Background: an optimization exercise with open tools, aiming at small area, a short achievable clock period and few clock cycles per item. Do not read the settings as production practice. RTL that was checked went through simulation tests only; none was proved equivalent to the original. The RTL of run 1 was laid out without a check of its function.

===== flow/constraint.sdc =====
create_clock -name core_clock -period 8.0 [get_ports {clk}]
set_input_delay 1.6000 -clock core_clock [delete_from_list [all_inputs] [get_ports {clk}]]
set_output_delay 1.6000 -clock core_clock [all_outputs]
set_load 0.01 [all_outputs]

===== flow/standard.sh =====
#!/bin/bash
# synth_recipe.tcl (not shown) runs the flow's synth.tcl, then flattens the netlist and writes it again
# the make line also repeats each setting of config.mk as NAME=value (left out here)
make -C /OpenROAD-flow-scripts/flow DESIGN_CONFIG=/design/flow/config.mk WORK_HOME=/design/flow/orfs CLKGATE_MAP_FILE= SYNTH_SCRIPT=/design/flow/synth_recipe.tcl "${@:-finish}"

===== flow/flow/run.sh =====
#!/bin/bash
# The standard layout (standard.sh), with one change: the port buffers that
# global placement adds are sky130_fd_sc_hd__buf_1 instead of the delay buffer
# buffer_ports picks by itself.  The whole output goes to standard.log here.
set -euo pipefail
export BUFFER_PORTS_ARGS="-buffer_cell sky130_fd_sc_hd__buf_1"
bash standard.sh > standard.log 2>&1

===== flow/design.v =====
module sb_xor  (input wire a, input wire b, output wire y); assign y = a ^ b;    endmodule
module sb_xnor (input wire a, input wire b, output wire y); assign y = ~(a ^ b); endmodule
module sb_nand (input wire a, input wire b, output wire y); assign y = ~(a & b); endmodule
module sb_nandb (input wire a, input wire b_n, output wire y); assign y = ~(a & ~b_n); endmodule
module sb_mux  (input wire s, input wire a0, input wire a1, output wire y); assign y = s ? a1 : a0; endmodule
module sb_f00001011 (input wire a, input wire b, input wire c, output wire y);
  wire [7:0] t = 8'b11010000;   
  assign y = t[{a, b, c}];
endmodule
module sb_f00010100 (input wire a, input wire b, input wire c, output wire y);
  wire [7:0] t = 8'b00101000;   
  assign y = t[{a, b, c}];
endmodule
module sb_f00110101 (input wire a, input wire b, input wire c, output wire y);
  wire [7:0] t = 8'b10101100;   
  assign y = t[{a, b, c}];
endmodule
module sb_f00110111 (input wire a, input wire b, input wire c, output wire y);
  wire [7:0] t = 8'b11101100;   
  assign y = t[{a, b, c}];
endmodule
module sb_f00111001 (input wire a, input wire b, input wire c, output wire y);
  wire [7:0] t = 8'b10011100;   
  assign y = t[{a, b, c}];
endmodule
module sb_f01000001 (input wire a, input wire b, input wire c, output wire y);
  wire [7:0] t = 8'b10000010;   
  assign y = t[{a, b, c}];
endmodule
module sb_f10101111 (input wire a, input wire b, input wire c, output wire y);
  wire [7:0] t = 8'b11110101;   
  assign y = t[{a, b, c}];
endmodule
module sb_f11011101 (input wire a, input wire b, input wire c, output wire y);
  wire [7:0] t = 8'b10111011;   
  assign y = t[{a, b, c}];
endmodule
module aes_sbox (
  input  wire [7:0] a,
  output wire [7:0] y
);
  wire U0 = a[7], U1 = a[6], U2 = a[5], U3 = a[4];
  wire U4 = a[3], U5 = a[2], U6 = a[1], U7 = a[0];
  wire T1, T2, T3, T4, T5, T6, T7, T8, T9, T10, T11, T12;
  wire T13, T14, T15, T16, T17, T18, T19, T20, T21, T22, T23, T24;
  wire T25, T26, T27, n_M1, n_M2, n_M4, n_M6, n_M7, n_M9, n_M11, n_M12, n_M14;
  wire M13, Q0, Q1, M20, Q2, Q3, Q8, M21, Q4, Q5, M22, Q6;
  wire Q7, Q9, M23, M37p, M37r, M37, M38p, M38r, M38, M39p, M39r, M39;
  wire M40p, M40r, M40, A0, A1, A2, A3, A4, A5, A6, A7, A8;
  wire A9, A10, A11, A12, A13, A14, A15, A16, A17, A18, A19, A20;
  wire A21, A22, A23, A24, A25, A26, A27, A28, A29, n_P0_37, n_P0_38, n_P0_39;
  wire n_P0_40, n_P1_37, n_P1_38, n_P1_39, n_P1_40, n_P2_37, n_P2_38, n_P2_39, n_P2_40, n_P3_37, n_P3_38, n_P3_39;
  wire n_P3_40, n_P4_37, n_P4_38, n_P4_39, n_P4_40, n_P5_37, n_P5_38, n_P5_39, n_P5_40, n_P6_37, n_P6_38, n_P6_39;
  wire n_P6_40, n_P7_37, n_P7_38, n_P7_39, n_P7_40, Z0, W0, Z1, W1, Z2, W2, Z3;
  wire W3, Z4, W4, Z5, W5, Z6, W6, Z7, W7;
  wire Y0, Y1, Y2, Y3, Y4, Y5, Y6, Y7;
  sb_xor g0 (.a(U0), .b(U3), .y(T1));
  sb_xor g1 (.a(U0), .b(U5), .y(T2));
  sb_xor g2 (.a(U0), .b(U6), .y(T3));
  sb_xor g3 (.a(U3), .b(U5), .y(T4));
  sb_xor g4 (.a(U4), .b(U6), .y(T5));
  sb_xor g5 (.a(T1), .b(T5), .y(T6));
  sb_xor g6 (.a(U1), .b(U2), .y(T7));
  sb_xor g7 (.a(U7), .b(T6), .y(T8));
  sb_xor g8 (.a(U7), .b(T7), .y(T9));
  sb_xor g9 (.a(T6), .b(T7), .y(T10));
  sb_xor g10 (.a(U1), .b(U5), .y(T11));
  sb_xor g11 (.a(U2), .b(U5), .y(T12));
  sb_xor g12 (.a(T3), .b(T4), .y(T13));
  sb_xor g13 (.a(T6), .b(T11), .y(T14));
  sb_xor g14 (.a(T5), .b(T11), .y(T15));
  sb_xor g15 (.a(T5), .b(T12), .y(T16));
  sb_xor g16 (.a(T9), .b(T16), .y(T17));
  sb_xor g17 (.a(U3), .b(U7), .y(T18));
  sb_xor g18 (.a(T7), .b(T18), .y(T19));
  sb_xor g19 (.a(T1), .b(T19), .y(T20));
  sb_xor g20 (.a(U6), .b(U7), .y(T21));
  sb_xor g21 (.a(T7), .b(T21), .y(T22));
  sb_xor g22 (.a(T2), .b(T22), .y(T23));
  sb_xor g23 (.a(T2), .b(T10), .y(T24));
  sb_xor g24 (.a(T20), .b(T17), .y(T25));
  sb_xor g25 (.a(T3), .b(T16), .y(T26));
  sb_xor g26 (.a(T1), .b(T12), .y(T27));
  sb_nand g27 (.a(T13), .b(T6), .y(n_M1));
  sb_nand g28 (.a(T23), .b(T8), .y(n_M2));
  sb_nand g29 (.a(T19), .b(U7), .y(n_M4));
  sb_nand g30 (.a(T3), .b(T16), .y(n_M6));
  sb_nand g31 (.a(T22), .b(T9), .y(n_M7));
  sb_nand g32 (.a(T20), .b(T17), .y(n_M9));
  sb_nand g33 (.a(T1), .b(T15), .y(n_M11));
  sb_nand g34 (.a(T4), .b(T27), .y(n_M12));
  sb_nand g35 (.a(T2), .b(T10), .y(n_M14));
  sb_xor g36 (.a(n_M12), .b(n_M11), .y(M13));
  sb_xnor g37 (.a(T14), .b(n_M1), .y(Q0));
  sb_xnor g38 (.a(n_M2), .b(M13), .y(Q1));
  sb_xor g39 (.a(Q0), .b(Q1), .y(M20));
  sb_xor g40 (.a(n_M4), .b(n_M1), .y(Q2));
  sb_xnor g41 (.a(Q2), .b(n_M14), .y(Q3));
  sb_xnor g42 (.a(n_M11), .b(T24), .y(Q8));
  sb_xor g43 (.a(Q3), .b(Q8), .y(M21));
  sb_xnor g44 (.a(T26), .b(n_M6), .y(Q4));
  sb_xnor g45 (.a(n_M7), .b(M13), .y(Q5));
  sb_xor g46 (.a(Q4), .b(Q5), .y(M22));
  sb_xor g47 (.a(n_M6), .b(n_M11), .y(Q6));
  sb_xor g48 (.a(Q6), .b(T25), .y(Q7));
  sb_xor g49 (.a(n_M9), .b(n_M14), .y(Q9));
  sb_xor g50 (.a(Q7), .b(Q9), .y(M23));
  sb_f00110111 g51 (.a(M20), .b(M21), .c(M22), .y(M37p));
  sb_f00001011 g52 (.a(M20), .b(M21), .c(M22), .y(M37r));
  sb_mux g53 (.s(M23), .a0(M37p), .a1(M37r), .y(M37));
  sb_f00111001 g54 (.a(M20), .b(M21), .c(M22), .y(M38p));
  sb_f00110101 g55 (.a(M20), .b(M21), .c(M22), .y(M38r));
  sb_mux g56 (.s(M23), .a0(M38p), .a1(M38r), .y(M38));
  sb_f00010100 g57 (.a(M20), .b(M21), .c(M22), .y(M39p));
  sb_f11011101 g58 (.a(M20), .b(M21), .c(M22), .y(M39r));
  sb_mux g59 (.s(M23), .a0(M39p), .a1(M39r), .y(M39));
  sb_f01000001 g60 (.a(M20), .b(M21), .c(M22), .y(M40p));
  sb_f10101111 g61 (.a(M20), .b(M21), .c(M22), .y(M40r));
  sb_mux g62 (.s(M23), .a0(M40p), .a1(M40r), .y(M40));
  sb_xor g63 (.a(T4), .b(T11), .y(A0));
  sb_xor g64 (.a(T14), .b(T24), .y(A1));
  sb_xor g65 (.a(T25), .b(A0), .y(A2));
  sb_xor g66 (.a(T8), .b(A0), .y(A3));
  sb_xor g67 (.a(U1), .b(T8), .y(A4));
  sb_xor g68 (.a(T26), .b(A3), .y(A5));
  sb_xor g69 (.a(T14), .b(T22), .y(A6));
  sb_xor g70 (.a(U4), .b(T23), .y(A7));
  sb_xor g71 (.a(T25), .b(A6), .y(A8));
  sb_xor g72 (.a(T9), .b(A3), .y(A9));
  sb_xor g73 (.a(A7), .b(A8), .y(A10));
  sb_xor g74 (.a(T19), .b(T21), .y(A11));
  sb_xor g75 (.a(T27), .b(A7), .y(A12));
  sb_xor g76 (.a(T21), .b(A5), .y(A13));
  sb_xor g77 (.a(T5), .b(A4), .y(A14));
  sb_xor g78 (.a(A5), .b(A6), .y(A15));
  sb_xor g79 (.a(T26), .b(A14), .y(A16));
  sb_xor g80 (.a(U1), .b(A5), .y(A17));
  sb_xor g81 (.a(T10), .b(A11), .y(A18));
  sb_xor g82 (.a(A7), .b(A9), .y(A19));
  sb_xor g83 (.a(T17), .b(A0), .y(A20));
  sb_xor g84 (.a(T4), .b(T9), .y(A21));
  sb_xor g85 (.a(A18), .b(A20), .y(A22));
  sb_xor g86 (.a(T13), .b(A11), .y(A23));
  sb_xor g87 (.a(A18), .b(A21), .y(A24));
  sb_xor g88 (.a(T15), .b(T24), .y(A25));
  sb_xor g89 (.a(T12), .b(A9), .y(A26));
  sb_xor g90 (.a(T23), .b(A6), .y(A27));
  sb_xor g91 (.a(U0), .b(A0), .y(A28));
  sb_xor g92 (.a(T11), .b(T26), .y(A29));
  sb_nand g93 (.a(M37), .b(A0), .y(n_P0_37));
  sb_nand g94 (.a(M38), .b(A7), .y(n_P0_38));
  sb_nand g95 (.a(M39), .b(A29), .y(n_P0_39));
  sb_nand g96 (.a(M40), .b(A14), .y(n_P0_40));
  sb_nand g97 (.a(M37), .b(T24), .y(n_P1_37));
  sb_nand g98 (.a(M38), .b(A1), .y(n_P1_38));
  sb_nand g99 (.a(M39), .b(A11), .y(n_P1_39));
  sb_nand g100 (.a(M40), .b(A28), .y(n_P1_40));
  sb_nand g101 (.a(M37), .b(A6), .y(n_P2_37));
  sb_nand g102 (.a(M38), .b(A10), .y(n_P2_38));
  sb_nand g103 (.a(M39), .b(A19), .y(n_P2_39));
  sb_nand g104 (.a(M40), .b(A23), .y(n_P2_40));
  sb_nand g105 (.a(M37), .b(A9), .y(n_P3_37));
  sb_nand g106 (.a(M38), .b(A12), .y(n_P3_38));
  sb_nand g107 (.a(M39), .b(A18), .y(n_P3_39));
  sb_nand g108 (.a(M40), .b(A13), .y(n_P3_40));
  sb_nand g109 (.a(M37), .b(A3), .y(n_P4_37));
  sb_nand g110 (.a(M38), .b(A21), .y(n_P4_38));
  sb_nand g111 (.a(M39), .b(A8), .y(n_P4_39));
  sb_nand g112 (.a(M40), .b(A2), .y(n_P4_40));
  sb_nand g113 (.a(M37), .b(A16), .y(n_P5_37));
  sb_nand g114 (.a(M38), .b(A22), .y(n_P5_38));
  sb_nand g115 (.a(M39), .b(A15), .y(n_P5_39));
  sb_nand g116 (.a(M40), .b(A17), .y(n_P5_40));
  sb_nand g117 (.a(M37), .b(A24), .y(n_P6_37));
  sb_nand g118 (.a(M38), .b(A15), .y(n_P6_38));
  sb_nand g119 (.a(M39), .b(A25), .y(n_P6_39));
  sb_nand g120 (.a(M40), .b(A27), .y(n_P6_40));
  sb_nand g121 (.a(M37), .b(A5), .y(n_P7_37));
  sb_nand g122 (.a(M38), .b(A4), .y(n_P7_38));
  sb_nand g123 (.a(M39), .b(A20), .y(n_P7_39));
  sb_nand g124 (.a(M40), .b(A26), .y(n_P7_40));
  sb_xor g125 (.a(n_P0_37), .b(n_P0_38), .y(Z0));
  sb_xor g126 (.a(n_P0_39), .b(n_P0_40), .y(W0));
  sb_xor g127 (.a(Z0), .b(W0), .y(Y0));
  sb_xor g128 (.a(n_P1_37), .b(n_P1_38), .y(Z1));
  sb_xor g129 (.a(n_P1_39), .b(n_P1_40), .y(W1));
  sb_xnor g130 (.a(Z1), .b(W1), .y(Y1));
  sb_xor g131 (.a(n_P2_37), .b(n_P2_38), .y(Z2));
  sb_xor g132 (.a(n_P2_39), .b(n_P2_40), .y(W2));
  sb_xnor g133 (.a(Z2), .b(W2), .y(Y2));
  sb_xor g134 (.a(n_P3_37), .b(n_P3_38), .y(Z3));
  sb_xor g135 (.a(n_P3_39), .b(n_P3_40), .y(W3));
  sb_xor g136 (.a(Z3), .b(W3), .y(Y3));
  sb_xor g137 (.a(n_P4_37), .b(n_P4_38), .y(Z4));
  sb_xor g138 (.a(n_P4_39), .b(n_P4_40), .y(W4));
  sb_xor g139 (.a(Z4), .b(W4), .y(Y4));
  sb_xor g140 (.a(n_P5_37), .b(n_P5_38), .y(Z5));
  sb_xor g141 (.a(n_P5_39), .b(n_P5_40), .y(W5));
  sb_xor g142 (.a(Z5), .b(W5), .y(Y5));
  sb_xor g143 (.a(n_P6_37), .b(n_P6_38), .y(Z6));
  sb_xor g144 (.a(n_P6_39), .b(n_P6_40), .y(W6));
  sb_xnor g145 (.a(Z6), .b(W6), .y(Y6));
  sb_xor g146 (.a(n_P7_37), .b(n_P7_38), .y(Z7));
  sb_xor g147 (.a(n_P7_39), .b(n_P7_40), .y(W7));
  sb_xnor g148 (.a(Z7), .b(W7), .y(Y7));
  assign y = {Y0, Y1, Y2, Y3, Y4, Y5, Y6, Y7};
endmodule
module aes_sbox_d (
  input  wire [7:0] a,
  output wire [7:0] y,
  output wire [7:0] y2
);
  wire U0 = a[7], U1 = a[6], U2 = a[5], U3 = a[4];
  wire U4 = a[3], U5 = a[2], U6 = a[1], U7 = a[0];
  wire T1, T2, T3, T4, T5, T6, T7, T8, T9, T10, T11, T12;
  wire T13, T14, T15, T16, T17, T18, T19, T20, T21, T22, T23, T24;
  wire T25, T26, T27, n_M1, n_M2, n_M4, n_M6, n_M7, n_M9, n_M11, n_M12, n_M14;
  wire M13, Q0, Q1, M20, Q2, Q3, Q8, M21, Q4, Q5, M22, Q6;
  wire Q7, Q9, M23, M37p, M37r, M37, M38p, M38r, M38, M39p, M39r, M39;
  wire M40p, M40r, M40, A0, A1, A2, A3, A4, A5, A6, A7, A8;
  wire A9, A10, A11, A12, A13, A14, A15, A16, A17, A18, A19, A20;
  wire A21, A22, A23, A24, A25, A26, A27, A28, A29, n_P0_37, n_P0_38, n_P0_39;
  wire n_P0_40, n_P1_37, n_P1_38, n_P1_39, n_P1_40, n_P2_37, n_P2_38, n_P2_39, n_P2_40, n_P3_37, n_P3_38, n_P3_39;
  wire n_P3_40, n_P4_37, n_P4_38, n_P4_39, n_P4_40, n_P5_37, n_P5_38, n_P5_39, n_P5_40, n_P6_37, n_P6_38, n_P6_39;
  wire n_P6_40, n_P7_37, n_P7_38, n_P7_39, n_P7_40, Z0, W0, Z1, W1, Z2, W2, Z3;
  wire W3, Z4, W4, Z5, W5, Z6, W6, Z7, W7;
  wire Y0, Y1, Y2, Y3, Y4, Y5, Y6, Y7;
  sb_xor g0 (.a(U0), .b(U3), .y(T1));
  sb_xor g1 (.a(U0), .b(U5), .y(T2));
  sb_xor g2 (.a(U0), .b(U6), .y(T3));
  sb_xor g3 (.a(U3), .b(U5), .y(T4));
  sb_xor g4 (.a(U4), .b(U6), .y(T5));
  sb_xor g5 (.a(T1), .b(T5), .y(T6));
  sb_xor g6 (.a(U1), .b(U2), .y(T7));
  sb_xor g7 (.a(U7), .b(T6), .y(T8));
  sb_xor g8 (.a(U7), .b(T7), .y(T9));
  sb_xor g9 (.a(T6), .b(T7), .y(T10));
  sb_xor g10 (.a(U1), .b(U5), .y(T11));
  sb_xor g11 (.a(U2), .b(U5), .y(T12));
  sb_xor g12 (.a(T3), .b(T4), .y(T13));
  sb_xor g13 (.a(T6), .b(T11), .y(T14));
  sb_xor g14 (.a(T5), .b(T11), .y(T15));
  sb_xor g15 (.a(T5), .b(T12), .y(T16));
  sb_xor g16 (.a(T9), .b(T16), .y(T17));
  sb_xor g17 (.a(U3), .b(U7), .y(T18));
  sb_xor g18 (.a(T7), .b(T18), .y(T19));
  sb_xor g19 (.a(T1), .b(T19), .y(T20));
  sb_xor g20 (.a(U6), .b(U7), .y(T21));
  sb_xor g21 (.a(T7), .b(T21), .y(T22));
  sb_xor g22 (.a(T2), .b(T22), .y(T23));
  sb_xor g23 (.a(T2), .b(T10), .y(T24));
  sb_xor g24 (.a(T20), .b(T17), .y(T25));
  sb_xor g25 (.a(T3), .b(T16), .y(T26));
  sb_xor g26 (.a(T1), .b(T12), .y(T27));
  sb_nand g27 (.a(T13), .b(T6), .y(n_M1));
  sb_nand g28 (.a(T23), .b(T8), .y(n_M2));
  sb_nand g29 (.a(T19), .b(U7), .y(n_M4));
  sb_nand g30 (.a(T3), .b(T16), .y(n_M6));
  sb_nand g31 (.a(T22), .b(T9), .y(n_M7));
  sb_nand g32 (.a(T20), .b(T17), .y(n_M9));
  sb_nand g33 (.a(T1), .b(T15), .y(n_M11));
  sb_nand g34 (.a(T4), .b(T27), .y(n_M12));
  sb_nand g35 (.a(T2), .b(T10), .y(n_M14));
  sb_xor g36 (.a(n_M12), .b(n_M11), .y(M13));
  sb_xnor g37 (.a(T14), .b(n_M1), .y(Q0));
  sb_xnor g38 (.a(n_M2), .b(M13), .y(Q1));
  sb_xor g39 (.a(Q0), .b(Q1), .y(M20));
  sb_xor g40 (.a(n_M4), .b(n_M1), .y(Q2));
  sb_xnor g41 (.a(Q2), .b(n_M14), .y(Q3));
  sb_xnor g42 (.a(n_M11), .b(T24), .y(Q8));
  sb_xor g43 (.a(Q3), .b(Q8), .y(M21));
  sb_xnor g44 (.a(T26), .b(n_M6), .y(Q4));
  sb_xnor g45 (.a(n_M7), .b(M13), .y(Q5));
  sb_xor g46 (.a(Q4), .b(Q5), .y(M22));
  sb_xor g47 (.a(n_M6), .b(n_M11), .y(Q6));
  sb_xor g48 (.a(Q6), .b(T25), .y(Q7));
  sb_xor g49 (.a(n_M9), .b(n_M14), .y(Q9));
  sb_xor g50 (.a(Q7), .b(Q9), .y(M23));
  sb_f00110111 g51 (.a(M20), .b(M21), .c(M22), .y(M37p));
  sb_f00001011 g52 (.a(M20), .b(M21), .c(M22), .y(M37r));
  sb_mux g53 (.s(M23), .a0(M37p), .a1(M37r), .y(M37));
  sb_f00111001 g54 (.a(M20), .b(M21), .c(M22), .y(M38p));
  sb_f00110101 g55 (.a(M20), .b(M21), .c(M22), .y(M38r));
  sb_mux g56 (.s(M23), .a0(M38p), .a1(M38r), .y(M38));
  sb_f00010100 g57 (.a(M20), .b(M21), .c(M22), .y(M39p));
  sb_f11011101 g58 (.a(M20), .b(M21), .c(M22), .y(M39r));
  sb_mux g59 (.s(M23), .a0(M39p), .a1(M39r), .y(M39));
  sb_f01000001 g60 (.a(M20), .b(M21), .c(M22), .y(M40p));
  sb_f10101111 g61 (.a(M20), .b(M21), .c(M22), .y(M40r));
  sb_mux g62 (.s(M23), .a0(M40p), .a1(M40r), .y(M40));
  sb_xor g63 (.a(T4), .b(T11), .y(A0));
  sb_xor g64 (.a(T14), .b(T24), .y(A1));
  sb_xor g65 (.a(T25), .b(A0), .y(A2));
  sb_xor g66 (.a(T8), .b(A0), .y(A3));
  sb_xor g67 (.a(U1), .b(T8), .y(A4));
  sb_xor g68 (.a(T26), .b(A3), .y(A5));
  sb_xor g69 (.a(T14), .b(T22), .y(A6));
  sb_xor g70 (.a(U4), .b(T23), .y(A7));
  sb_xor g71 (.a(T25), .b(A6), .y(A8));
  sb_xor g72 (.a(T9), .b(A3), .y(A9));
  sb_xor g73 (.a(A7), .b(A8), .y(A10));
  sb_xor g74 (.a(T19), .b(T21), .y(A11));
  sb_xor g75 (.a(T27), .b(A7), .y(A12));
  sb_xor g76 (.a(T21), .b(A5), .y(A13));
  sb_xor g77 (.a(T5), .b(A4), .y(A14));
  sb_xor g78 (.a(A5), .b(A6), .y(A15));
  sb_xor g79 (.a(T26), .b(A14), .y(A16));
  sb_xor g80 (.a(U1), .b(A5), .y(A17));
  sb_xor g81 (.a(T10), .b(A11), .y(A18));
  sb_xor g82 (.a(A7), .b(A9), .y(A19));
  sb_xor g83 (.a(T17), .b(A0), .y(A20));
  sb_xor g84 (.a(T4), .b(T9), .y(A21));
  sb_xor g85 (.a(A18), .b(A20), .y(A22));
  sb_xor g86 (.a(T13), .b(A11), .y(A23));
  sb_xor g87 (.a(A18), .b(A21), .y(A24));
  sb_xor g88 (.a(T15), .b(T24), .y(A25));
  sb_xor g89 (.a(T12), .b(A9), .y(A26));
  sb_xor g90 (.a(T23), .b(A6), .y(A27));
  sb_xor g91 (.a(U0), .b(A0), .y(A28));
  sb_xor g92 (.a(T11), .b(T26), .y(A29));
  sb_nand g93 (.a(M37), .b(A0), .y(n_P0_37));
  sb_nand g94 (.a(M38), .b(A7), .y(n_P0_38));
  sb_nand g95 (.a(M39), .b(A29), .y(n_P0_39));
  sb_nand g96 (.a(M40), .b(A14), .y(n_P0_40));
  sb_nand g97 (.a(M37), .b(T24), .y(n_P1_37));
  sb_nand g98 (.a(M38), .b(A1), .y(n_P1_38));
  sb_nand g99 (.a(M39), .b(A11), .y(n_P1_39));
  sb_nand g100 (.a(M40), .b(A28), .y(n_P1_40));
  sb_nand g101 (.a(M37), .b(A6), .y(n_P2_37));
  sb_nand g102 (.a(M38), .b(A10), .y(n_P2_38));
  sb_nand g103 (.a(M39), .b(A19), .y(n_P2_39));
  sb_nand g104 (.a(M40), .b(A23), .y(n_P2_40));
  sb_nand g105 (.a(M37), .b(A9), .y(n_P3_37));
  sb_nand g106 (.a(M38), .b(A12), .y(n_P3_38));
  sb_nand g107 (.a(M39), .b(A18), .y(n_P3_39));
  sb_nand g108 (.a(M40), .b(A13), .y(n_P3_40));
  sb_nand g109 (.a(M37), .b(A3), .y(n_P4_37));
  sb_nand g110 (.a(M38), .b(A21), .y(n_P4_38));
  sb_nand g111 (.a(M39), .b(A8), .y(n_P4_39));
  sb_nand g112 (.a(M40), .b(A2), .y(n_P4_40));
  sb_nand g113 (.a(M37), .b(A16), .y(n_P5_37));
  sb_nand g114 (.a(M38), .b(A22), .y(n_P5_38));
  sb_nand g115 (.a(M39), .b(A15), .y(n_P5_39));
  sb_nand g116 (.a(M40), .b(A17), .y(n_P5_40));
  sb_nand g117 (.a(M37), .b(A24), .y(n_P6_37));
  sb_nand g118 (.a(M38), .b(A15), .y(n_P6_38));
  sb_nand g119 (.a(M39), .b(A25), .y(n_P6_39));
  sb_nand g120 (.a(M40), .b(A27), .y(n_P6_40));
  sb_nand g121 (.a(M37), .b(A5), .y(n_P7_37));
  sb_nand g122 (.a(M38), .b(A4), .y(n_P7_38));
  sb_nand g123 (.a(M39), .b(A20), .y(n_P7_39));
  sb_nand g124 (.a(M40), .b(A26), .y(n_P7_40));
  sb_xor g125 (.a(n_P0_37), .b(n_P0_38), .y(Z0));
  sb_xor g126 (.a(n_P0_39), .b(n_P0_40), .y(W0));
  sb_xor g127 (.a(Z0), .b(W0), .y(Y0));
  sb_xor g128 (.a(n_P1_37), .b(n_P1_38), .y(Z1));
  sb_xor g129 (.a(n_P1_39), .b(n_P1_40), .y(W1));
  sb_xnor g130 (.a(Z1), .b(W1), .y(Y1));
  sb_xor g131 (.a(n_P2_37), .b(n_P2_38), .y(Z2));
  sb_xor g132 (.a(n_P2_39), .b(n_P2_40), .y(W2));
  sb_xnor g133 (.a(Z2), .b(W2), .y(Y2));
  sb_xor g134 (.a(n_P3_37), .b(n_P3_38), .y(Z3));
  sb_xor g135 (.a(n_P3_39), .b(n_P3_40), .y(W3));
  sb_xor g136 (.a(Z3), .b(W3), .y(Y3));
  sb_xor g137 (.a(n_P4_37), .b(n_P4_38), .y(Z4));
  sb_xor g138 (.a(n_P4_39), .b(n_P4_40), .y(W4));
  sb_xor g139 (.a(Z4), .b(W4), .y(Y4));
  sb_xor g140 (.a(n_P5_37), .b(n_P5_38), .y(Z5));
  sb_xor g141 (.a(n_P5_39), .b(n_P5_40), .y(W5));
  sb_xor g142 (.a(Z5), .b(W5), .y(Y5));
  sb_xor g143 (.a(n_P6_37), .b(n_P6_38), .y(Z6));
  sb_xor g144 (.a(n_P6_39), .b(n_P6_40), .y(W6));
  sb_xnor g145 (.a(Z6), .b(W6), .y(Y6));
  sb_xor g146 (.a(n_P7_37), .b(n_P7_38), .y(Z7));
  sb_xor g147 (.a(n_P7_39), .b(n_P7_40), .y(W7));
  sb_xnor g148 (.a(Z7), .b(W7), .y(Y7));
  assign y = {Y0, Y1, Y2, Y3, Y4, Y5, Y6, Y7};
  wire R0, R1, R2, R3, R4, R5, R6, R7;
  sb_xor d127 (.a(Z0), .b(W0), .y(R0));
  sb_xnor d130 (.a(Z1), .b(W1), .y(R1));
  sb_xnor d133 (.a(Z2), .b(W2), .y(R2));
  sb_xor d136 (.a(Z3), .b(W3), .y(R3));
  sb_xor d139 (.a(Z4), .b(W4), .y(R4));
  sb_xor d142 (.a(Z5), .b(W5), .y(R5));
  sb_xnor d145 (.a(Z6), .b(W6), .y(R6));
  sb_xnor d148 (.a(Z7), .b(W7), .y(R7));
  assign y2 = {R0, R1, R2, R3, R4, R5, R6, R7};
endmodule
module aes_round (
  input  wire [127:0] st,
  input  wire [127:0] rk,
  input  wire [7:0]   rcon,
  input  wire [31:0]  sw,
  input  wire [31:0]  ks_in,
  output wire [127:0] sr,
  output wire [127:0] mc,
  output wire [127:0] next_rk,
  output wire [31:0]  sw_next
);
  genvar i, j;
  wire [31:0] w0 = rk[127:96];
  wire [31:0] w1 = rk[95:64];
  wire [31:0] w2 = rk[63:32];
  wire [31:0] w3 = rk[31:0];
  wire [31:0] p0  = w0 ^ {rcon, 24'h0};
  wire [31:0] p1  = p0 ^ w1;
  wire [31:0] p2  = p0 ^ (w1 ^ w2);
  wire [31:0] p3  = (p0 ^ w1) ^ (w2 ^ w3);
  wire [127:0] kp = {p0, p1, p2, p3};
  generate
    for (i = 0; i < 128; i = i + 1) begin : g_ks
      sb_xor xk (.a(kp[i]), .b(sw[i % 32]), .y(next_rk[i]));
    end
  endgenerate
  aes_sbox ks0 (.a(ks_in[23:16]), .y(sw_next[31:24]));
  aes_sbox ks1 (.a(ks_in[15:8]),  .y(sw_next[23:16]));
  aes_sbox ks2 (.a(ks_in[7:0]),   .y(sw_next[15:8]));
  aes_sbox ks3 (.a(ks_in[31:24]), .y(sw_next[7:0]));
  wire [7:0]   sb [0:15];
  wire [7:0]   sb2 [0:15];
  wire [127:0] srm;
  generate
    for (i = 0; i < 16; i = i + 1) begin : g_sub
      aes_sbox_d sbx (.a(st[127 - 8*i -: 8]), .y(sb[i]), .y2(sb2[i]));
      assign srm[127 - 8*i -: 8] = sb[(i % 4) + 4 * (((i / 4) + (i % 4)) % 4)];
      assign sr[127 - 8*i -: 8]  = sb2[(i % 4) + 4 * (((i / 4) + (i % 4)) % 4)];
    end
  endgenerate
  genvar k, b;
  generate
    for (i = 0; i < 4; i = i + 1) begin : g_mix
      wire [31:0] a = srm[127 - 32*i -: 32];
      wire [31:0] d;                           
      wire [31:0] t;                           
      wire [31:0] x;                           
      wire [31:0] o;                           
      for (k = 0; k < 4; k = k + 1) begin : g_byte
        for (b = 0; b < 8; b = b + 1) begin : g_bit
          sb_xor xd (.a(a[8*(3-k) + b]), .b(a[8*(3-(k+1)%4) + b]), .y(d[8*(3-k) + b]));
          sb_xor xt (.a(a[8*(3-(k+1)%4) + b]), .b(d[8*(3-(k+2)%4) + b]), .y(t[8*(3-k) + b]));
          if (b == 0) begin : g_x0
            assign x[8*(3-k)] = d[8*(3-k) + 7];
          end else if (b == 1 || b == 3 || b == 4) begin : g_xr
            sb_xor xr (.a(d[8*(3-k) + b - 1]), .b(d[8*(3-k) + 7]), .y(x[8*(3-k) + b]));
          end else begin : g_xs
            assign x[8*(3-k) + b] = d[8*(3-k) + b - 1];
          end
          sb_xor xo (.a(x[8*(3-k) + b]), .b(t[8*(3-k) + b]), .y(o[8*(3-k) + b]));
        end
      end
      assign mc[127 - 32*i -: 32] = o;
    end
  endgenerate
endmodule
module kx_sel (
  input  wire [127:0] k,
  input  wire [127:0] v,
  input  wire         s0,      
  input  wire         s1,      
  input  wire         s2,      
  output wire [127:0] y_n
);
  wire [127:0] d1 = {v[126:0], 1'b0} ^ (v[127] ? 128'h87 : 128'h0);
  wire [127:0] d2 = {d1[126:0], 1'b0} ^ (d1[127] ? 128'h87 : 128'h0);
  assign y_n = ~(({128{s0}} & k) | ({128{s1}} & d1) | ({128{s2}} & d2));
endmodule
module st_next (
  input  wire         g,
  input  wire [127:0] m,
  input  wire [127:0] b_n,
  input  wire         r,
  input  wire [127:0] s,
  input  wire [127:0] e,
  output wire [127:0] y
);
  wire [127:0] a, j, h, nm;
  genvar i;
  generate
    for (i = 0; i < 128; i = i + 1) begin : g_bit
      sb_nand ga (.a(r), .b(s[i]), .y(a[i]));           
      sb_xnor xj (.a(a[i]), .b(e[i]), .y(j[i]));        
      sb_xnor xh (.a(b_n[i]), .b(j[i]), .y(h[i]));      
      sb_nand gm (.a(g), .b(m[i]), .y(nm[i]));          
      sb_xnor xy (.a(nm[i]), .b(h[i]), .y(y[i]));       
    end
  endgenerate
endmodule
module is_zero16 (
  input  wire [15:0] a,
  output wire        z
);
  assign z = ~|a;
endmodule
module sx_tag_engine (
  input  wire         clk,
  input  wire         rst,         
  input  wire         start,
  output wire         ready,
  input  wire [127:0] key,
  input  wire [63:0]  uid,
  input  wire [15:0]  acmd,
  input  wire [31:0]  acnt,
  input  wire [15:0]  alen,
  input  wire [63:0]  atag,
  input  wire         in_valid,
  output wire         in_ready,
  input  wire [15:0]  in_data,
  output reg          done,
  output wire [63:0]  tag,
  output wire         match
);
  localparam [1:0] P_IDLE = 2'd0,    
                   P_MSG  = 2'd1,    
                   P_L    = 2'd2,    
                   P_FIN  = 2'd3;    
  reg  [1:0]   ph;
  reg  [127:0] st;         
  reg  [127:0] rk;         
  reg  [127:0] blk;        
  reg  [3:0]   rnd;        
  reg          last;       
  reg  [14:0]  wrem;       
  reg          wodd;       
  reg          wz;         
  reg  [2:0]   wpos;       
  reg          bfull;      
  reg  [7:0] rcon;
  always @(*) begin
    case (rnd)
      4'd1:    rcon = 8'h01;
      4'd2:    rcon = 8'h02;
      4'd3:    rcon = 8'h04;
      4'd4:    rcon = 8'h08;
      4'd5:    rcon = 8'h10;
      4'd6:    rcon = 8'h20;
      4'd7:    rcon = 8'h40;
      4'd8:    rcon = 8'h80;
      4'd9:    rcon = 8'h1b;
      default: rcon = 8'h36;
    endcase
  end
  reg  [31:0]  swr;
  wire [127:0] sr, mc, nrk;
  wire [31:0]  sw_next;
  wire [31:0]  ks_in;
  aes_round u_round (.st(st), .rk(rk), .rcon(rcon), .sw(swr), .ks_in(ks_in),
                     .sr(sr), .mc(mc), .next_rk(nrk), .sw_next(sw_next));
  wire [127:0] hdr  = {uid, acmd, acnt, alen};
  wire         full = (alen[3:0] == 4'd0);   
  wire [127:0] mask = full ? {128{1'b1}} : ~({128{1'b1}} >> (8 * alen[3:0]));
  wire [127:0] pad  = full ? 128'd0 : ({8'h80, 120'd0} >> (8 * alen[3:0]));
  wire   idle     = (ph == P_IDLE);
  wire   go       = idle && start;
  wire   alen0;
  is_zero16 u_alen0 (.a(alen), .z(alen0));
  assign ready    = idle;
  assign in_ready = !idle && !wz && !bfull;
  wire   take     = in_valid && in_ready;
  wire   adv      = !idle && (!last || ph != P_MSG || bfull);
  wire   lastmsg  = last && ph == P_MSG;
  wire   wone     = (wrem == 15'd1 && !wodd) || (wrem == 15'd0 && wodd);
  reg  [1:0]  ph_n;
  reg  [3:0]  rnd_n;
  reg         last_n, bfull_n, wz_n, done_n, wodd_n;
  reg  [2:0]  wpos_n;
  reg  [14:0] wrem_n;
  always @(*) begin
    ph_n = ph; rnd_n = rnd; last_n = last; bfull_n = bfull; wz_n = wz;
    wpos_n = wpos; wrem_n = wrem; wodd_n = wodd; done_n = 1'b0;
    if (go) begin
      rnd_n   = 4'd1;
      last_n  = 1'b0;
      wrem_n  = alen[15:1];
      wodd_n  = alen[0];
      wz_n    = alen0;
      wpos_n  = 3'd0;
      bfull_n = 1'b0;
      ph_n    = alen0 ? P_L : P_MSG;
    end else if (adv) begin
      rnd_n  = last ? 4'd1 : rnd + 4'd1;
      last_n = (rnd == 4'd9);
      if (last) begin
        case (ph)
          P_MSG: begin
            bfull_n = 1'b0;
            if (wz) ph_n = P_L;
          end
          P_L:   ph_n = P_FIN;
          default: begin              
            done_n = 1'b1;
            ph_n   = P_IDLE;
          end
        endcase
      end
    end
    if (take) begin
      wpos_n = wpos + 3'd1;
      if (wrem != 15'd0) wrem_n = wrem - 15'd1;
      else               wodd_n = 1'b0;
      wz_n   = wone;
      if (wpos == 3'd7 || wone) bfull_n = 1'b1;
    end
    if (rst) begin
      ph_n   = P_IDLE;
      done_n = 1'b0;
    end
  end
  wire   idle_n   = (ph_n == P_IDLE);
  wire   adv_n    = !idle_n && (!last_n || ph_n != P_MSG || bfull_n);
  wire   lmsg_n   = adv_n && last_n && ph_n == P_MSG;
  wire   ll_n     = adv_n && last_n && ph_n == P_L;
  reg    use_mc, use_rn, use_s0, use_k1, use_k2, use_kr, use_b, use_hr, hold,
         ld_key, to_l;
  always @(posedge clk) begin
    use_mc <= adv_n && !last_n;
    use_rn <= adv_n && last_n && (ph_n == P_FIN || (ph_n == P_MSG && !wz_n));
    use_s0 <= adv_n && (!last_n || ph_n == P_FIN || (ph_n == P_MSG && !wz_n));
    use_k1 <= ll_n && full;
    use_k2 <= ll_n && !full;
    use_kr <= lmsg_n || ll_n;
    use_b  <= (lmsg_n && !wz_n) || (ll_n && !alen0);
    use_hr <= ll_n && alen0;
    hold   <= !idle_n && !adv_n;
    ld_key <= adv_n && last_n;
    to_l   <= lmsg_n && wz_n;
  end
  wire   use_k    = go || use_kr;
  assign ks_in    = (idle || ld_key) ? key[31:0] : nrk[31:0];
  wire [31:0] swr_d;
  genvar m;
  generate
    for (m = 0; m < 32; m = m + 1) begin : g_swr
      sb_mux hs (.s(hold), .a0(sw_next[m]), .a1(swr[m]), .y(swr_d[m]));
    end
  endgenerate
  wire   use_h    = (go && !alen0) || use_hr;
  wire [127:0] kx_n, st_d;
  wire [127:0] blk_x;
  kx_sel u_kx (.k(nrk), .v(blk_x), .s0(use_s0), .s1(use_k1), .s2(use_k2), .y_n(kx_n));
  wire [127:0] early = ({128{use_k}} & key)
                     ^ (({128{use_b}} & blk) | ({128{use_h}} & hdr) | ({128{hold}} & st));
  st_next u_next (.g(use_mc), .m(mc), .b_n(kx_n), .r(use_rn), .s(sr), .e(early), .y(st_d));
  assign tag = st[127:64];
  reg  [7:0] mpart;
  assign match = &mpart;
  wire [127:0] blk_e = ph[1] ? 128'd0 : ((blk & mask) ^ pad);
  wire [127:0] bx1;
  genvar i;
  generate
    for (i = 0; i < 128; i = i + 1) begin : g_bx
      sb_xor xb1 (.a(sr[i]), .b(blk_e[i]), .y(bx1[i]));
      sb_xor xb2 (.a(bx1[i]), .b(nrk[i]), .y(blk_x[i]));
    end
  endgenerate
  always @(posedge clk) begin
    ph    <= ph_n;
    done  <= done_n;
    rnd   <= rnd_n;
    last  <= last_n;
    bfull <= bfull_n;
    wz    <= wz_n;
    wpos  <= wpos_n;
    wrem  <= wrem_n;
    wodd  <= wodd_n;
  end
  integer n;
  always @(posedge clk) begin
    st <= st_d;
    rk <= ({128{go || ld_key}} & key) | ({128{use_mc}} & nrk) | ({128{hold}} & rk);
    swr <= swr_d;
    if (take)
      blk[127 - 16*wpos -: 16] <= {in_data[7:0], in_data[15:8]};
    else if (to_l)
      blk <= blk_x;
    for (n = 0; n < 8; n = n + 1)
      mpart[n] <= (blk_x[64 + 8*n +: 8] == atag[8*n +: 8]);
  end
endmodule

===== flow/config.mk =====
export PLATFORM = sky130hd
export DESIGN_NAME = sx_tag_engine
export DESIGN_NICKNAME = sx_tag_engine
export VERILOG_FILES = /design/flow/design.v
export SDC_FILE = /design/flow/constraint.sdc
export NUM_CORES = 8
export LEC_CHECK = 0
export CAP_MARGIN = 20
export CELL_PAD_IN_SITES_DETAIL_PLACEMENT = 1
export CORE_MARGIN = 2
export CORE_UTILIZATION = 30
export PLACE_DENSITY = 0.5
export SETUP_SLACK_MARGIN = 2.5
export SLEW_MARGIN = 20
export SYNTH_HIERARCHICAL = 1
export SYNTH_MINIMUM_KEEP_SIZE = 0

==> results of run 1 <==
[worst max-delay path by stage]
stage                start  cells after the start  slack (ns)       to
global placement    st[95]                     17        1.41   st[97]
global route         st[7]                     18        2.28   st[97]
detailed placement  st[95]                     17        1.26   st[97]
floorplan            ph[1]                     21        2.50  swr[14]
CTS                 st[92]                     18        2.39   st[97]
finish               st[7]                     18        2.38   st[97]
[through the flow]
step	utilization (%)	setup slack [ns]	area (µm²)
2_1_floorplan	-	2.50	64200
4_1_cts	33.6	2.39	71400
3_5_place_dp	31.5	1.26	66800
5_1_grt	34.7	2.28	73600
3_3_place_gp	31.5	1.41	66800
6_report	34.7	2.38	73700
[per-layer routing]
layer  share of wire, %  GRT usage [%]  wire length [µm]
met5              0.030              0                98
met4                6.5           16.8             21200
met3                9.5           6.51             30800
met2                 44           43.7            143000
met1                 40           35.9            128000
[cell type report]
type,instances,share of cell area [%]
sequential,472,14.7
tap,2821,4.79
antenna,32,0.109
clock buffer,90,2.69
timing repair buffer,597,4.19
clock inverter,38,0.642
multi-input combinational,6385,71.9
inverter,187,0.953
[tightest hold or removal path, stage by stage, from the launching register on]
cell	delay, ns
dfxtp_1	0.34
inv_1	0.06
a21oi_1	0.05
[logic make-up (layout without fill, tap and decap cells)]
logic type      after synthesis  count (layout)  share of synthesized area [%]
fa+ha+maj                    15              15                          0.292
buf+inv                     771             912                           6.66
xor+xnor                   3625            3625                           50.5
other cells                   0              32                              0
compound gates              659             659                           9.22
simple gates               1916            1917                           12.8
mux                         169             169                           3.73
flops                       472             472                           16.8
[registers in the layout (all words and copies together), names as in the netlist, 2 cells and up]
name	cells
mpart	8
swr	32
ph	2
rk	128
blk	128
wrem	15
rcon	8
st	128
rnd	4
wpos	3
[cell usage in the layout, fill, tap and decap left out, drive strengths merged, types with 3 or more instances in the layout]
master	synthesis	layout
dfxtp	341	341
xnor2	819	819
and2	146	146
mux2	167	167
clkinv	0	16
o22ai	5	5
a211oi	3	3
or3	4	4
nand2b	66	66
or4	4	4
nor3	21	21
diode	0	32
clkbuf	185	92
nor2	316	317
nand3b	5	5
inv	187	192
a21boi	20	20
nand2	1246	1246
a221oi	128	128
edfxtp	131	131
ha	15	15
nand4	24	24
xnor3	32	32
a21oi	45	45
xor2	2773	2773
or2	4	4
nor2b	32	32
and3	10	10
nand3	15	15
nor3b	4	4
nor4	11	11
a21o	22	22
bufinv	0	9
o21ai	28	28
buf	399	595
a222oi	384	384
clkinvlp	0	8
[Yosys stat by module, one instance, submodules excluded, a selection]
| module | cells inside | area [µm²] | copies in the design |
|---|---|---|---|
| aes_round | 136 | 1570 | 1 |
| sb_f00110101 | 1 | 15.0 | 20 |
| sb_f00001011 | 2 | 11.3 | 20 |
| aes_sbox_d | 16 | 120 | 16 |
| sx_tag_engine | 2344 | 22600 | 1 |
| sb_f10101111 | 1 | 6.26 | 20 |
| is_zero16 | 5 | 33.8 | 1 |
| sb_xnor | 1 | 8.76 | 648 |
| sb_xor | 1 | 8.76 | 2600 |
| sb_f01000001 | 2 | 15.0 | 20 |
| sb_f00110111 | 1 | 7.51 | 20 |
[what timing repair did]
action                                  4_1_cts  5_1_grt
buffers inserted                             23       56
endpoints found under the setup margin      209      170
gates cloned                                  1        0
gates resized for setup                     272      254
pin swaps                                    21       39
hold buffers                                  0        0
==> summary.txt, run 1 <==
- Status: timing/DRC/antenna clean
- # clock sinks: 472
- Slowest stage delay, CP: 0.58 ns
- Critical-path cell list: xor2_2 > xor2_2 > xor2_2 > xor2_2 > xnor2_1 > xor2_2 > buf_4 > xor2_1 > and2_1 > mux2_4 > nand2_1 > xor2_1 > xnor2_1 > xor2_1 > xor2_4 > a222oi_1 > xnor2_1 > xnor2_1
- Core area: 0.212 mm²
- Min Hold Slack: 0.508 ns
- Register area share after synthesis: 16.8%
- HPWL reported at the end of detailed placement: 254000 µm
- Clock Latency Late Sink: 0.70 ns
- Min Tclk post-route: 5.62 ns
- Routed Antenna Nets: 0
- Vias per inst: 5.43
- Bufs and invs on worst path: 1
- Starting density of the core: 30.2%
- Fin crit share: 70.2%
- Mapped Cells: 7627
- Top delay family on crit path: XOR/XNOR gates
- Slew HR: 12.9%
- Global-route wire length before repair: 444000 µm
- Worst Tran Pin Value: 1.31 ns
- DIE AREA: 0.218 mm²
- Fill count: 25000
- Unrepaired setup endpoints after global routing: yes
- Initial antenna violation count: 44
- Final Max Slew Viols: 0
- Critical Path Most Common Cell: xor2_2
- Hold Crit Depth: 2
- Fin Setup TNS: 0 ns
- Share of post-route cells with drive strength above 1: 13.8%
- Die Wd: 467 µm
- DR WL/cell: 30.5 µm
- CP max-delay cell: dfxtp_1
- Primary FF master, synth: dfxtp_1
- Final setup viols: 0
- Clock Path Buffers: 3
- Setup CP Type: reg2reg
- Top-count cell post-synth: xor2_1
- Pin count of the biggest net entering global routing: 151
- Row cnt: 169
- IO buf count: 407
- Finished Layout Cells: 10600
- Htree depth: 3
- Min-Delay Path Class: reg2reg
- Worst r2r path cells: 18
- Gr ovfl total: 0
- Drt total wl: 324000 µm
- Mapped Area: 0.0642 mm²
- Sequential cell area: 0.0109 mm²
- Post-synth EDFFs: 131
- Clk slew on worst S/H paths: 0.06 ns
- F_max: 178 MHz
- Reg-to-reg critical path endpoint: st[97]
- Data arrival, critical path: 6.16 ns
- Worst Clk Skew: 0.0294 ns
- Vias in the first global route: 57500
- Syn_area_per_cell: 8.41 µm²
- TritonRoute pass-1 iters: 13
- RePlAce Congestion: 0.981
- Hold Path End: wrem[9]
- Via count: 57700
- Top cell type's share of synthesized area: 37.7%
- Netlist cell types: 67
- Initial DRC count: 8107
- Area occupied by multi-input gates: 0.0529 mm²
- Nets@finish: 8067
- Seq cells post-synth: 472
- Reg2Reg Setup Slack: 2.38 ns
- RR Startpoint: st[7]
- Die Y: 467 µm
- Residual DRC count: 0
- Endpoint class of the critical path: flip-flop
- Min-delay src: wrem[9]
- Top cells by area, synth: xor2_1, xnor2_1, dfxtp_1
- Max cap viols: 0
- Total number of yosys warnings: 8
- Synth Net Count: 7982
- CP required: 8.55 ns
- Asr flop ratio synth: 0%
- Root Buffer: clkbuf_16
- Most frequent cells after synthesis: xor2_1, nand2_1, xnor2_1
- Cts bufs inserted: 69
- CTS tree: built
- GRT Total Usage: 28.3%
- Final Hold Vio Count: 0
- Crit-path max FO: 8
- # IOs: 408
- Area grow syn2layout: 14.8%
- Kind of launch point of the worst setup path: flip-flop
- Post-synth top area cell: xor2_1
- Placed cells: 10400
==> inputs of run 2 (changes only) <==
--- a/flow/design.v
+++ b/flow/design.v
@@ -417,15 +417,14 @@
   aes_sbox ks2 (.a(ks_in[7:0]),   .y(sw_next[15:8]));
   aes_sbox ks3 (.a(ks_in[31:24]), .y(sw_next[7:0]));
   wire [7:0]   sb [0:15];
-  wire [7:0]   sb2 [0:15];
   wire [127:0] srm;
   generate
     for (i = 0; i < 16; i = i + 1) begin : g_sub
-      aes_sbox_d sbx (.a(st[127 - 8*i -: 8]), .y(sb[i]), .y2(sb2[i]));
+      aes_sbox sbx (.a(st[127 - 8*i -: 8]), .y(sb[i]));
       assign srm[127 - 8*i -: 8] = sb[(i % 4) + 4 * (((i / 4) + (i % 4)) % 4)];
-      assign sr[127 - 8*i -: 8]  = sb2[(i % 4) + 4 * (((i / 4) + (i % 4)) % 4)];
     end
   endgenerate
+  assign sr = srm;
   genvar k, b;
   generate
     for (i = 0; i < 4; i = i + 1) begin : g_mix
@@ -626,13 +625,6 @@
   end
   wire   use_k    = go || use_kr;
   assign ks_in    = (idle || ld_key) ? key[31:0] : nrk[31:0];
-  wire [31:0] swr_d;
-  genvar m;
-  generate
-    for (m = 0; m < 32; m = m + 1) begin : g_swr
-      sb_mux hs (.s(hold), .a0(sw_next[m]), .a1(swr[m]), .y(swr_d[m]));
-    end
-  endgenerate
   wire   use_h    = (go && !alen0) || use_hr;
   wire [127:0] kx_n, st_d;
   wire [127:0] blk_x;
@@ -667,7 +659,7 @@
   always @(posedge clk) begin
     st <= st_d;
     rk <= ({128{go || ld_key}} & key) | ({128{use_mc}} & nrk) | ({128{hold}} & rk);
-    swr <= swr_d;
+    swr <= hold ? swr : sw_next;
     if (take)
       blk[127 - 16*wpos -: 16] <= {in_data[7:0], in_data[15:8]};
     else if (to_l)
--- a/flow/config.mk
+++ b/flow/config.mk
@@ -10,7 +10,7 @@
 export CORE_MARGIN = 2
 export CORE_UTILIZATION = 30
 export PLACE_DENSITY = 0.5
-export SETUP_SLACK_MARGIN = 2.5
+export SETUP_SLACK_MARGIN = 2.75
 export SLEW_MARGIN = 20
 export SYNTH_HIERARCHICAL = 1
 export SYNTH_MINIMUM_KEEP_SIZE = 0
==> run 2 against run 1 <==
Final area is 3.0% higher; sequential share of layout area is 0.065 points higher; largest cell class unchanged; synthesized cell count is 3.9% lower; first-iteration DRC count is 8.2% lower; critical path depth is 6 lower; non-clock buffer count is 143 higher; flip-flop and latch count stayed put; maximum frequency is 6.4% higher; critical path type is now in2reg; still clean on timing, DRC and antenna; register-to-register slack better by 0.39 ns.
==> summary.txt, run 2 <==
- Mapped Area: 0.0620 mm² (was 0.0642 mm²)
- CTS tree: built (unchanged)
- DIE AREA: 0.210 mm² (was 0.218 mm²)
- F_max: 189 MHz (was 178 MHz)
- Clock Latency Late Sink: 0.71 ns (was 0.70 ns)
- Critical-path cell list: buf_1 > buf_4 > nor4_1 > and4_1 > nor2_1 > or2_4 > buf_12 > a222oi_1 > xor2_1 > xnor2_1 > xnor2_1 > xnor2_2 (was xor2_2 > xor2_2 > xor2_2 > xor2_2 > xnor2_1 > xor2_2 > buf_4 > xor2_1 > and2_1 > mux2_4 > nand2_1 > xor2_1 > xnor2_1 > xor2_1 > xor2_4 > a222oi_1 > xnor2_1 > xnor2_1)
- Hold buffer count at CTS: 0 (unchanged)
- Crit-path max FO: 55 (was 8)
- Slew HR: 15.4% (was 12.9%)
- # IOs: 408 (unchanged)
- Initial antenna violation count: 34 (was 44)
- Drt total wl: 321000 µm (was 324000 µm)
- Register area share after synthesis: 17.9% (was 16.8%)
- Post-synth EDFFs: 163 (was 131)
- Commonest non-fill, non-tap cell in the layout: xor2_1 (unchanged)
- RePlAce Congestion: 0.992 (was 0.981)
- Fin Setup TNS: 0 ns (unchanged)
- Asr flop ratio synth: 0% (unchanged)
- Fin crit share: 66.0% (was 70.2%)
- Root Buffer: clkbuf_16 (unchanged)
- Biggest regs: blk x128, rk x128, st x128 (unchanged)
- Clk slew on worst S/H paths: 0.06 ns (about the same)
- Max cap viols: 0 (unchanged)
- Final Hold Vio Count: 0 (unchanged)
- DR WL/cell: 30.7 µm (was 30.5 µm)
- CP required: 8.56 ns (was 8.55 ns)
- Die Wd: 459 µm (was 467 µm)
- # clock sinks: 472 (unchanged)
- Core area: 0.205 mm² (was 0.212 mm²)
- Reg2Reg Setup Slack: 2.77 ns (was 2.38 ns)
- Global-route wire length before repair: 442000 µm (was 444000 µm)
- Top-count cell post-synth: xor2_1 (unchanged)
- Pin count of the biggest net entering global routing: 155 (was 151)
- Vias per inst: 5.48 (was 5.43)
- Via count: 57300 (was 57700)
- Row cnt: 166 (was 169)
- Post-DP Area: 0.0660 mm² (was 0.0668 mm²)
- Starting density of the core: 30.3% (was 30.2%)
- Most frequent cells after synthesis: xor2_1, nand2_1, xnor2_1 (unchanged)
- Unrepaired setup endpoints after global routing: yes (unchanged)
- Die Y: 459 µm (was 467 µm)
- Status: timing/DRC/antenna clean (unchanged)
- Min-Delay Path Class: reg2reg (unchanged)
- Synth Net Count: 7684 (was 7982)
- Min Tclk post-route: 5.28 ns (was 5.62 ns)
- Netlist cell types: 84 (was 67)
- Clock Path Buffers: 3 (unchanged)
- Cts bufs inserted: 67 (was 69)
- Initial DRC count: 7446 (was 8107)
- Vias in the first global route: 57900 (was 57500)
- Reg-to-reg critical path endpoint: st[2] (was st[97])
- Share of post-route cells with drive strength above 1: 17.8% (was 13.8%)
- Commonest non-fill, non-tap cells in the layout: xor2_1, nand2_1, xnor2_1 (unchanged)
- Min-delay src: rk[3] (was wrem[9])
- Residual DRC count: 0 (unchanged)
- Total number of yosys warnings: 8 (unchanged)
- Bufs and invs on worst path: 3 (was 1)
- HPWL reported at the end of detailed placement: 242000 µm (was 254000 µm)
- Mapped Cells: 7329 (was 7627)
- Top cell type's share of synthesized area: 38.1% (was 37.7%)
- Hold Crit Depth: 2 (unchanged)
- Area grow syn2layout: 22.3% (was 14.8%)
- Gr ovfl total: 0 (unchanged)
- Fin util: 37.0% (was 34.7%)
- Top cells by area, synth: xor2_1, xnor2_1, dfxtp_1 (unchanged)
- Seq cells post-synth: 472 (unchanged)
- Endpoint class of the critical path: flip-flop (unchanged)
- Fill count: 23600 (was 25000)
- Cell area after layout: 0.0759 mm² (was 0.0737 mm²)
- Kind of launch point of the worst setup path: input port (was flip-flop)
- Nets@finish: 8034 (was 8067)
- Routed Antenna Nets: 0 (unchanged)
- Setup CP Type: in2reg (was reg2reg)
- Data arrival, critical path: 5.84 ns (was 6.16 ns)
- Worst Tran Pin Value: 1.27 ns (was 1.31 ns)
- RR Startpoint: st[73] (was st[7])
- Primary FF master, synth: dfxtp_1 (unchanged)
- Final setup viols: 0 (unchanged)
- CP max-delay cell: a222oi_1 (was dfxtp_1)
- Top delay family on crit path: simple AND/OR/NAND/NOR gates (was XOR/XNOR gates)
- Worst r2r path cells: 17 (was 18)
- Min Hold Slack: 0.493 ns (was 0.508 ns)
- Htree depth: 3 (unchanged)
- Critical Path Most Common Cell: xnor2_1 (was xor2_2)
- Worst Clk Skew: 0.0538 ns (was 0.0294 ns)
- Slowest stage delay, CP: 1.13 ns (was 0.58 ns)
- GRT Total Usage: 29.1% (was 28.3%)
- IO buf count: 407 (unchanged)
- Final Max Slew Viols: 0 (unchanged)
- Post-synth top area cell: xor2_1 (unchanged)
- Syn_area_per_cell: 8.46 µm² (was 8.41 µm²)
- TritonRoute pass-1 iters: 11 (was 13)
- Hold Path End: rk[3] (was wrem[9])
[run 2: layout make-up]
cell class / count / area (µm²) / share of cell area [%]
Multi-Input combinational cell: 6209 / 53600 / 70.7
Sequential cell: 472 / 11200 / 14.8
Clock inverter: 25 / 387 / 0.509
Inverter: 189 / 709 / 0.935
Tap cell: 2688 / 3360 / 4.43
Clock buffer: 98 / 2030 / 2.68
Antenna cell: 26 / 65.1 / 0.0857
Timing Repair Buffer: 740 / 4460 / 5.88
[run 2: repair_timing]
| item | in CTS | in global routing |
|---|---|---|
| pin swaps | 63 | 62 |
| gates resized for setup | 428 | 354 |
| endpoints found under the setup margin | 293 | 189 |
| setup buffers | 89 | 87 |
[run 2: cell families (layout without fill, tap and decap cells)]
family / after synthesis / count (layout) / synth area share [%]
XOR/XNOR: 3496 / 3496 / 50.4
AND/OR/NAND/NOR: 1906 / 1906 / 13.3
AO/OA/AOI/OAI: 654 / 654 / 9.64
buffers and inverters: 648 / 1052 / 5.38
flip-flops: 472 / 472 / 17.9
multiplexers: 138 / 138 / 3.11
adder cells (fa/ha/maj): 15 / 15 / 0.303
other: 0 / 26 / 0
[run 2: routing by layer]
layer / up-vias / share of wire, % / global-route usage (%)
li1: 24400 / - / -
met1: 28900 / 38 / 35.6
met2: 3155 / 44 / 44.6
met3: 807 / 9.0 / 5.73
met4: 20 / 9.1 / 23.1
met5: - / 0.036 / 0
[run 2: metrics by stage]
stage                     std cells  setup slack (ns)
after global routing          10400              2.62
after CTS                     10300              2.68
after floorplan                7329              2.76
after detailed placement      10100              1.30
after global placement        10100              1.38
final                         10400              2.72
[run 2: per-module statistics from Yosys (local to each module, per instance), a selection]
module	cells	copies in the design	area [µm²]	flops+latches
sb_nand	1	1076	3.75	0
aes_round	136	1	1570	0
is_zero16	5	1	33.8	0
sb_f00110101	1	20	15.0	0
sb_f11011101	1	20	6.26	0
sx_tag_engine	2334	1	23000	472
sb_f00010100	2	20	15.0	0
aes_sbox	8	20	60.1	0
sb_xnor	1	584	8.76	0
[run 2: how the worst max path moves through the flow]
stage	slack, ns	start	endpoint	cells after the start
floorplan	2.76	ph[1]	swr[14]	22
global placement	1.38	st[97]	st[73]	17
detailed placement	1.30	st[97]	st[75]	17
CTS	2.68	st[15]	st[75]	19
global route	2.62	st[127]	st[2]	20
finish	2.72	alen[0]	st[73]	12
[run 2: worst reg2reg max path: stages, from the launching register on]
cell     delay, ns
dfxtp_2       0.54
xor2_4        0.33
xor2_2        0.32
xor2_1        0.47
xor2_2        0.30
xnor2_1       0.21
xor2_2        0.34
xor2_1        0.13
and2_1        0.20
mux2_4        0.33
nand2_1       0.11
xor2_1        0.27
xor2_2        0.45
xor2_1        0.35
xor2_1        0.21
xor2_1        0.29
nand2_1       0.12
xnor2_1       0.15
Testbench counts of run 2, summed over its fixed seeds: cycles 13,264, items 256.
==> inputs of run 3 (changes only) <==
--- a/flow/config.mk
+++ b/flow/config.mk
@@ -10,7 +10,7 @@
 export CORE_MARGIN = 2
 export CORE_UTILIZATION = 30
 export PLACE_DENSITY = 0.5
-export SETUP_SLACK_MARGIN = 2.75
+export SETUP_SLACK_MARGIN = 2.5
 export SLEW_MARGIN = 20
 export SYNTH_HIERARCHICAL = 1
 export SYNTH_MINIMUM_KEEP_SIZE = 0
==> run 3 against run 2 <==
Core utilization is 1.7 points lower; critical path type is now reg2reg; area after synthesis stayed put; via count is 1.3% lower; highest routed layer unchanged; worst setup slack worse by 0.13 ns; largest cell class unchanged; register-to-register slack worse by 0.18 ns; first-iteration DRC count is 3.2% lower; critical endpoint is now st[104]; synthesized cell count stayed put; hold slack worse by 0.0013 ns; non-clock buffer count is 92 lower; cell count is 0.96% lower.
==> summary.txt, run 3 <==
- Worst r2r path cells: 15 (was 17)
- Kind of launch point of the worst setup path: flip-flop (was input port)
- # clock sinks: 472 (unchanged)
- Status: timing/DRC/antenna clean (unchanged)
- DIE AREA: 0.210 mm² (unchanged)
- Top-count cell post-synth: xor2_1 (unchanged)
- Fin Setup TNS: 0 ns (unchanged)
- Share of post-route cells with drive strength above 1: 13.9% (was 17.8%)
- TritonRoute pass-1 iters: 12 (was 11)
- Min-delay src: rk[27] (was rk[3])
- Unrepaired setup endpoints after global routing: yes (unchanged)
- Endpoint class of the critical path: flip-flop (unchanged)
- Vias in the first global route: 56900 (was 57900)
- Seq cells post-synth: 472 (unchanged)
- Hold Path End: rk[27] (was rk[3])
- Slew HR: 15.7% (was 15.4%)
- Drt total wl: 310000 µm (was 321000 µm)
- Fin util: 35.3% (was 37.0%)
- Critical-path cell list: xor2_1 > xor2_1 > xor2_1 > xor2_1 > xor2_1 > xor2_2 > mux2_4 > nand2_1 > xor2_1 > xor2_4 > xor2_1 > xor2_1 > a222oi_1 > xnor2_1 > xnor2_1 (was buf_1 > buf_4 > nor4_1 > and4_1 > nor2_1 > or2_4 > buf_12 > a222oi_1 > xor2_1 > xnor2_1 > xnor2_1 > xnor2_2)
- Commonest non-fill, non-tap cells in the layout: xor2_1, nand2_1, xnor2_1 (unchanged)
- CP max-delay cell: dfxtp_1 (was a222oi_1)
- Most frequent cells after synthesis: xor2_1, nand2_1, xnor2_1 (unchanged)
- Area grow syn2layout: 16.8% (was 22.3%)
- Fill count: 23900 (was 23600)
- Min-Delay Path Class: reg2reg (unchanged)
- Initial DRC count: 7206 (was 7446)
- Max cap viols: 0 (unchanged)
- Post-DP Area: 0.0658 mm² (was 0.0660 mm²)
- Mapped Area: 0.0620 mm² (unchanged)
- CTS tree: built (unchanged)
- DR WL/cell: 30.0 µm (was 30.7 µm)
- Final Max Slew Viols: 0 (unchanged)
- Clk slew on worst S/H paths: 0.06 ns (about the same)
- Htree depth: 3 (unchanged)
- HPWL reported at the end of detailed placement: 237000 µm (was 242000 µm)
- Core area: 0.205 mm² (unchanged)
- Slowest stage delay, CP: 0.57 ns (was 1.13 ns)
- Mapped Cells: 7329 (unchanged)
- CP required: 8.60 ns (was 8.56 ns)
- Initial antenna violation count: 21 (was 34)
- Die Wd: 459 µm (unchanged)
- Netlist cell types: 84 (unchanged)
- IO buf count: 407 (unchanged)
- RR Startpoint: st[2] (was st[73])
- Via count: 56500 (was 57300)
- Pin count of the biggest net entering global routing: 143 (was 155)
- Global-route wire length before repair: 430000 µm (was 442000 µm)
- Starting density of the core: 30.3% (unchanged)
- Top delay family on crit path: XOR/XNOR gates (was simple AND/OR/NAND/NOR gates)
- Clock Path Buffers: 3 (unchanged)
- Top cells by area, synth: xor2_1, xnor2_1, dfxtp_1 (unchanged)
- Commonest non-fill, non-tap cell in the layout: xor2_1 (unchanged)
- Post-synth EDFFs: 163 (unchanged)
- GRT Total Usage: 28.2% (was 29.1%)
- Critical Path Most Common Cell: xor2_1 (was xnor2_1)
- Cell area after layout: 0.0725 mm² (was 0.0759 mm²)
- Routed Antenna Nets: 0 (unchanged)
- Hold Crit Depth: 2 (unchanged)
- # IOs: 408 (unchanged)
- Fin crit share: 67.6% (was 66.0%)
- Nets@finish: 7941 (was 8034)
- Synth Net Count: 7684 (unchanged)
- Cts bufs inserted: 66 (was 67)
- Die Y: 459 µm (unchanged)
- Bufs and invs on worst path: 0 (was 3)
- Reg-to-reg critical path endpoint: st[104] (was st[2])
- Reg2Reg Setup Slack: 2.59 ns (was 2.77 ns)
- Final setup viols: 0 (unchanged)
- Biggest regs: blk x128, rk x128, st x128 (unchanged)
- Total number of yosys warnings: 8 (unchanged)
- F_max: 185 MHz (was 189 MHz)
- Residual DRC count: 0 (unchanged)
- Post-synth top area cell: xor2_1 (unchanged)
- Row cnt: 166 (unchanged)
- Register area share after synthesis: 17.9% (unchanged)
- Asr flop ratio synth: 0% (unchanged)
- RePlAce Congestion: 0.975 (was 0.992)
- Primary FF master, synth: dfxtp_1 (unchanged)
- Worst Clk Skew: 0.0337 ns (was 0.0538 ns)
- Worst Tran Pin Value: 1.26 ns (was 1.27 ns)
- Data arrival, critical path: 6.00 ns (was 5.84 ns)
- Final Hold Vio Count: 0 (unchanged)
- Setup CP Type: reg2reg (was in2reg)
- Crit-path max FO: 8 (was 55)
- Root Buffer: clkbuf_16 (unchanged)
- Syn_area_per_cell: 8.46 µm² (unchanged)
- Vias per inst: 5.46 (was 5.48)
- Gr ovfl total: 0 (unchanged)
- Top cell type's share of synthesized area: 38.1% (unchanged)
- Clock Latency Late Sink: 0.68 ns (was 0.71 ns)
- Min Tclk post-route: 5.41 ns (was 5.28 ns)
run 3: cell counts after synthesis:
Identical to the previous run, type by type.
run 3: worst max-delay path by stage:
stage            start      end  slack [ns]  cells past startpoint
2_1_floorplan    ph[1]  swr[14]        2.45                     22
3_3_place_gp   st[103]   st[76]        1.37                     17
3_5_place_dp   st[103]   st[76]        1.36                     17
4_1_cts        st[121]    st[2]        2.50                     19
5_1_grt        st[120]    st[8]        2.42                     21
6_report         st[2]  st[104]        2.59                     15
run 3: area by class of cell:
cell class	instances	area [µm²]	area share [%]
antenna	20	50.0	0.0691
inverter	189	709	0.979
clock buffer	91	1980	2.74
sequential	472	11200	15.4
tap	2688	3360	4.64
clock inverter	30	328	0.452
timing repair buffer	648	3540	4.89
multi-input combinational	6209	51300	70.8
run 3: metrics by stage:
step                      hold WS, ns  setup slack [ns]  instances
after floorplan                 0.449              2.45       7329
after global placement          0.466              1.37      10100
after detailed placement        0.481              1.36      10100
after CTS                       0.495              2.50      10200
after global routing            0.512              2.42      10300
final                           0.492              2.59      10300
run 3: cell families (layout without fill, tap and decap cells):
kind of cell,Yosys count,count (layout),synth area share (%)
compound gates,654,654,9.64
xor+xnor,3496,3496,50.4
fa+ha+maj,15,15,0.303
buf+inv,648,958,5.38
flops,472,472,17.9
mux,138,138,3.11
other cells,0,20,0
simple gates,1906,1906,13.3
run 3: Yosys stat by module, one instance, submodules excluded, a selection:
| module | area [µm²] | cells inside |
|---|---|---|
| aes_round | 1570 | 136 |
| aes_sbox | 60.1 | 8 |
| is_zero16 | 33.8 | 5 |
| sb_f00001011 | 11.3 | 2 |
| sb_f00010100 | 15.0 | 2 |
| sb_f00110101 | 15.0 | 1 |
| sb_f00110111 | 7.51 | 1 |
| sb_f00111001 | 30.0 | 2 |
| sb_f01000001 | 15.0 | 2 |
| sb_f10101111 | 6.26 | 1 |
| sb_f11011101 | 6.26 | 1 |
| sb_mux | 15.0 | 1 |
| sb_nand | 3.75 | 1 |
| sb_xnor | 8.76 | 1 |
| sb_xor | 8.76 | 1 |
| sx_tag_engine | 23000 | 2334 |
run 3: what timing repair did:
item,CTS,global route
pin swaps,26,48
hold buffers,0,0
setup endpoints to repair,245,179
setup buffers,23,82
gates resized for setup,264,218
run 3: tightest hold or removal path, stage by stage (launching register included):
cell and delay (ns):
dfxtp_1 0.33, a222oi_1 0.08, inv_1 0.05
run 3: routing by layer:
metal / track usage (%) / part of all wire (%)
met5: 0 / 0.0042
met4: 22.2 / 8.9
met3: 5.71 / 8.5
met2: 43.2 / 44
met1: 34.4 / 39

## afterwards: timing with drivers on the ports
How much do the figures lean on ideal ports? The routed layouts below were timed once more, with nothing changed but the port constraints. Step 1: set_driving_cell puts a clkbuf_16 on clk and a buf_2 on each other input, an assumption about the parent block. Step 2 moves the port delays by t, midway between the first and last clock arrival at a register: inputs arrive t later, outputs are due t later. That takes back most of the time a late clock gives input paths. Slacks: ideal / step 1 / step 2; pairs: ideal / step 1.
| run | t (ns) | setup WS [ns] | hold WS [ns] | clock arrival spread, ns | worst data-port slew with drivers (ns) |
|---|---|---|---|---|---|
| run 1 | 0.768 | 2.383 / 2.383 / 1.998 | 0.508 / 0.508 / 0.508 | 0.031 / 0.031 | 0.27 |
| run 2 | 0.770 | 2.721 / 2.767 / 2.022 | 0.493 / 0.493 / 0.493 | 0.055 / 0.055 | 0.25 |
| run 3 | 0.754 | 2.594 / 2.594 / 2.002 | 0.492 / 0.492 / 0.492 | 0.034 / 0.034 | 0.25 |
After both steps every run listed still meets setup and hold. The setup slack of run 2, which loses most, moves by +0.046 ns with the drivers and by -0.699 ns with both steps.
